Background: an optimization exercise with open tools, aiming at small area, a short achievable clock period and few clock cycles. Do not read the settings as production practice.
The RTL was checked by simulation tests, not by an equivalence proof against the original design.
No activity file was given, so power comes from the tool's default toggle rates.

Design exact_sum, start of the top module:
module exact_sum (
    input  wire        clk,
    input  wire        rst,
    input  wire        in_valid,
    output wire        in_ready,
    input  wire [31:0] in_data,
    input  wire [1:0]  in_dtype,
    input  wire        in_last,
    output wire        out_valid,
    input  wire        out_ready,
    output wire [31:0] out_data
);
    reg        in_ready_q;
    reg        ir_valid;
    reg [31:0] ir_data;
    reg [1:0]  ir_dtype;
    reg        ir_last;
    reg [295:0] acc;
    reg [36:1]  carry;
    reg         acc_nan, acc_pinf, acc_ninf, acc_negz;
    reg [1:0]   acc_dtype;
    reg         acc_done;      
    reg         s1_valid;
    reg [63:0]  s1_w;
    reg [15:0]  s1_d;
    reg         s1_sign, s1_bnz, s1_zero;
    reg [3:0]   s1_k;
    reg         s1_nan, s1_pinf, s1_ninf, s1_negz;
    reg [1:0]   s1_dtype;
    reg         s2_valid;
    reg [24:0]  s2_kept;
    reg         s2_guard, s2_sticky, s2_sign, s2_zero;
    reg [7:0]   s2_exp0;
    reg         s2_ovf0, s2_ovf1;
    reg         s2_nan, s2_pinf, s2_ninf, s2_negz;
    reg [1:0]   s2_dtype;
    reg         out_valid_q;
    reg [31:0]  result_q;
    assign in_ready  = in_ready_q;
    assign out_valid = out_valid_q;
    assign out_data  = result_q;
    reg  acc_ok, consume, go, base0;
    wire [295:0] cv_add;
    wire         cv_neg, cv_nan, cv_pinf, cv_ninf, cv_negz;
    exact_sum_convert u_convert (
        .data  (ir_data),
        .dtype (ir_dtype),
        .en    (consume),
        .addend(cv_add),
        .neg   (cv_neg),
        .nan   (cv_nan),
        .pinf  (cv_pinf),
        .ninf  (cv_ninf),
        .negz  (cv_negz)
    );
    wire [295:0] acc_b   = base0 ? 296'd0 : acc;
    wire [36:0]  carry_b = base0 ? 37'd0 : {carry, cv_neg};
    wire [295:0] acc_n;
    wire [37:1]  carry_n;
    genvar j, i;
    generate
        for (j = 0; j < 37; j = j + 1) begin : g_seg
            wire [8:0] rc;
            assign rc[0] = (j == 0) ? cv_neg : carry_b[j];
            for (i = 0; i < 8; i = i + 1) begin : g_fa
                wire a = acc_b[8 * j + i];
                wire b = cv_add[8 * j + i];
  ...
For scale: roughly 550 flip-flops, roughly 73 I/O pins, ~51,000 um^2 of cells after synthesis.
==> flow/config.mk <==
export PLATFORM = sky130hd
export DESIGN_NAME = exact_sum
export DESIGN_NICKNAME = exact_sum
export VERILOG_FILES = /design/flow/design.v
export SDC_FILE = /design/flow/constraint.sdc
export NUM_CORES = 4
export LEC_CHECK = 0
export CAP_MARGIN = 20
export CORE_MARGIN = 2
export CORE_UTILIZATION = 50
export CTS_CLUSTER_DIAMETER = 80
export CTS_CLUSTER_SIZE = 32
export PLACE_DENSITY = 0.6
export SLEW_MARGIN = 20
==> flow/constraint.sdc <==
create_clock -name core_clock -period 28.0 [get_ports {clk}]
set_input_delay 5.6000 -clock core_clock [delete_from_list [all_inputs] [get_ports {clk}]]
set_output_delay 5.6000 -clock core_clock [all_outputs]
set_load 0.01 [all_outputs]
standard.sh (not shown) runs the stock make flow with config.mk's settings and CLKGATE_MAP_FILE= SYNTH_SCRIPT=/design/flow/synth_recipe.tcl, a recipe that flattens the netlist after the stock synthesis.
==> flow/flow/run.sh <==
#!/bin/bash
set -euo pipefail
MARGIN=$(cat flow/margin.txt)
bash standard.sh \
  "BUFFER_PORTS_ARGS=-buffer_cell sky130_fd_sc_hd__buf_2" \
  "SETUP_SLACK_MARGIN=$MARGIN" \
  finish > flow_make.log 2>&1
==> flow/flow/margin.txt <==
20
The baseline finished with timing, DRC and antenna clean.
Testbench counts at the start, summed over its fixed seeds: cycles 36,855.
Then changed:
Settings changed: CTS_CLUSTER_SIZE 32 to 24.
Result: Routed wire length is about the same; sequential power stays flat; design area hardly moves; via count hardly moves.

---

rev 12:
exact_sum again, from the RTL that the note above started with.
Design exact_sum, start of the top module:
module exact_sum (
    input  wire        clk,
    input  wire        rst,
    input  wire        in_valid,
    output wire        in_ready,
    input  wire [31:0] in_data,
    input  wire [1:0]  in_dtype,
    input  wire        in_last,
    output wire        out_valid,
    input  wire        out_ready,
    output wire [31:0] out_data
);
    reg        in_ready_q;
    reg        ir_valid;
    reg [31:0] ir_data;
    reg [1:0]  ir_dtype;
    reg        ir_last;
    reg [295:0] acc;
    reg [36:1]  carry;
    reg         acc_nan, acc_pinf, acc_ninf, acc_negz;
    reg [1:0]   acc_dtype;
    reg         acc_done;      
    reg         s1_valid;
    reg [63:0]  s1_w;
    reg [15:0]  s1_d;
    reg         s1_sign, s1_bnz, s1_zero;
    reg [3:0]   s1_k;
    reg         s1_nan, s1_pinf, s1_ninf, s1_negz;
    reg [1:0]   s1_dtype;
    reg         s2_valid;
    reg [24:0]  s2_kept;
    reg         s2_guard, s2_sticky, s2_sign, s2_zero;
    reg [7:0]   s2_exp0;
    reg         s2_ovf0, s2_ovf1;
    reg         s2_nan, s2_pinf, s2_ninf, s2_negz;
    reg [1:0]   s2_dtype;
    reg         out_valid_q;
    reg [31:0]  result_q;
    assign in_ready  = in_ready_q;
    assign out_valid = out_valid_q;
    assign out_data  = result_q;
    reg  acc_ok, consume, go, base0;
    wire [295:0] cv_add;
    wire         cv_neg, cv_nan, cv_pinf, cv_ninf, cv_negz;
    exact_sum_convert u_convert (
        .data  (ir_data),
        .dtype (ir_dtype),
        .en    (consume),
        .addend(cv_add),
        .neg   (cv_neg),
        .nan   (cv_nan),
        .pinf  (cv_pinf),
        .ninf  (cv_ninf),
        .negz  (cv_negz)
    );
    wire [295:0] acc_b   = base0 ? 296'd0 : acc;
    wire [36:0]  carry_b = base0 ? 37'd0 : {carry, cv_neg};
    wire [295:0] acc_n;
    wire [37:1]  carry_n;
  ...
clock: 28.0 ns
lec_check: 0
cap_margin: 20
core_margin: 2
core_utilization: 50
cts_cluster_diameter: 80
cts_cluster_size: 32
place_density: 0.6
slew_margin: 20
==> flow/flow/margin.txt <==
21
Scripts as last shown in full above: flow/flow/run.sh
Testbench counts of rev 12, summed over its fixed seeds: cycles 36,855.
Changes in rev 13 relative to rev 12:
- CTS_CLUSTER_SIZE now 24, was 32
From rev 13 to rev 12, die boundary height did not move at all. The run with more routed wire is rev 12, not rev 13. Any difference in worst slack on hold paths between rev 12 and rev 13 is small enough to ignore. Between rev 12 and rev 13, the flow reports met2 wirelength from detailed routing increasing slightly. Rev 13 and rev 12 ended up with nearly the same achievable frequency. Rev 13 vs rev 12, critical path depth in cells went up by 4. Rev 13: post-route standard cell area excluding fillers is 0.53% lower than what rev 12 reported.

[separate check: timing with driven ports]
In the flow no input, the clock included, has a driving cell. The finished layouts below were timed again as built, in two steps. Step 1 sets driving cells, clkbuf_16 on the clock port and buf_2 on the other inputs (assumed; they add their load-dependent delay and slew). Step 2 adds t to the input delays and takes it off the output delays; t is the mean of the earliest and latest rising clock arrival at the registers after step 1. Input paths then give back, and output paths get back, about the clock's delay inside the block. Three values: ideal, step 1, step 2; two values: the first two.
| run | t (ns) | setup slack, ns | worst setup path after step 2 |
|---|---|---|---|
| the first run of note 1 | 0.756 | 20.150 / 20.150 / 20.150 | register to register |
| the second run of note 1 | 0.748 | 20.142 / 20.142 / 20.142 | register to register |
| rev 12 | 0.753 | 20.743 / 20.743 / 20.743 | register to register |
| rev 13 | 0.744 | 20.741 / 20.741 / 20.741 | register to register |
After both steps every run listed still meets setup and hold.
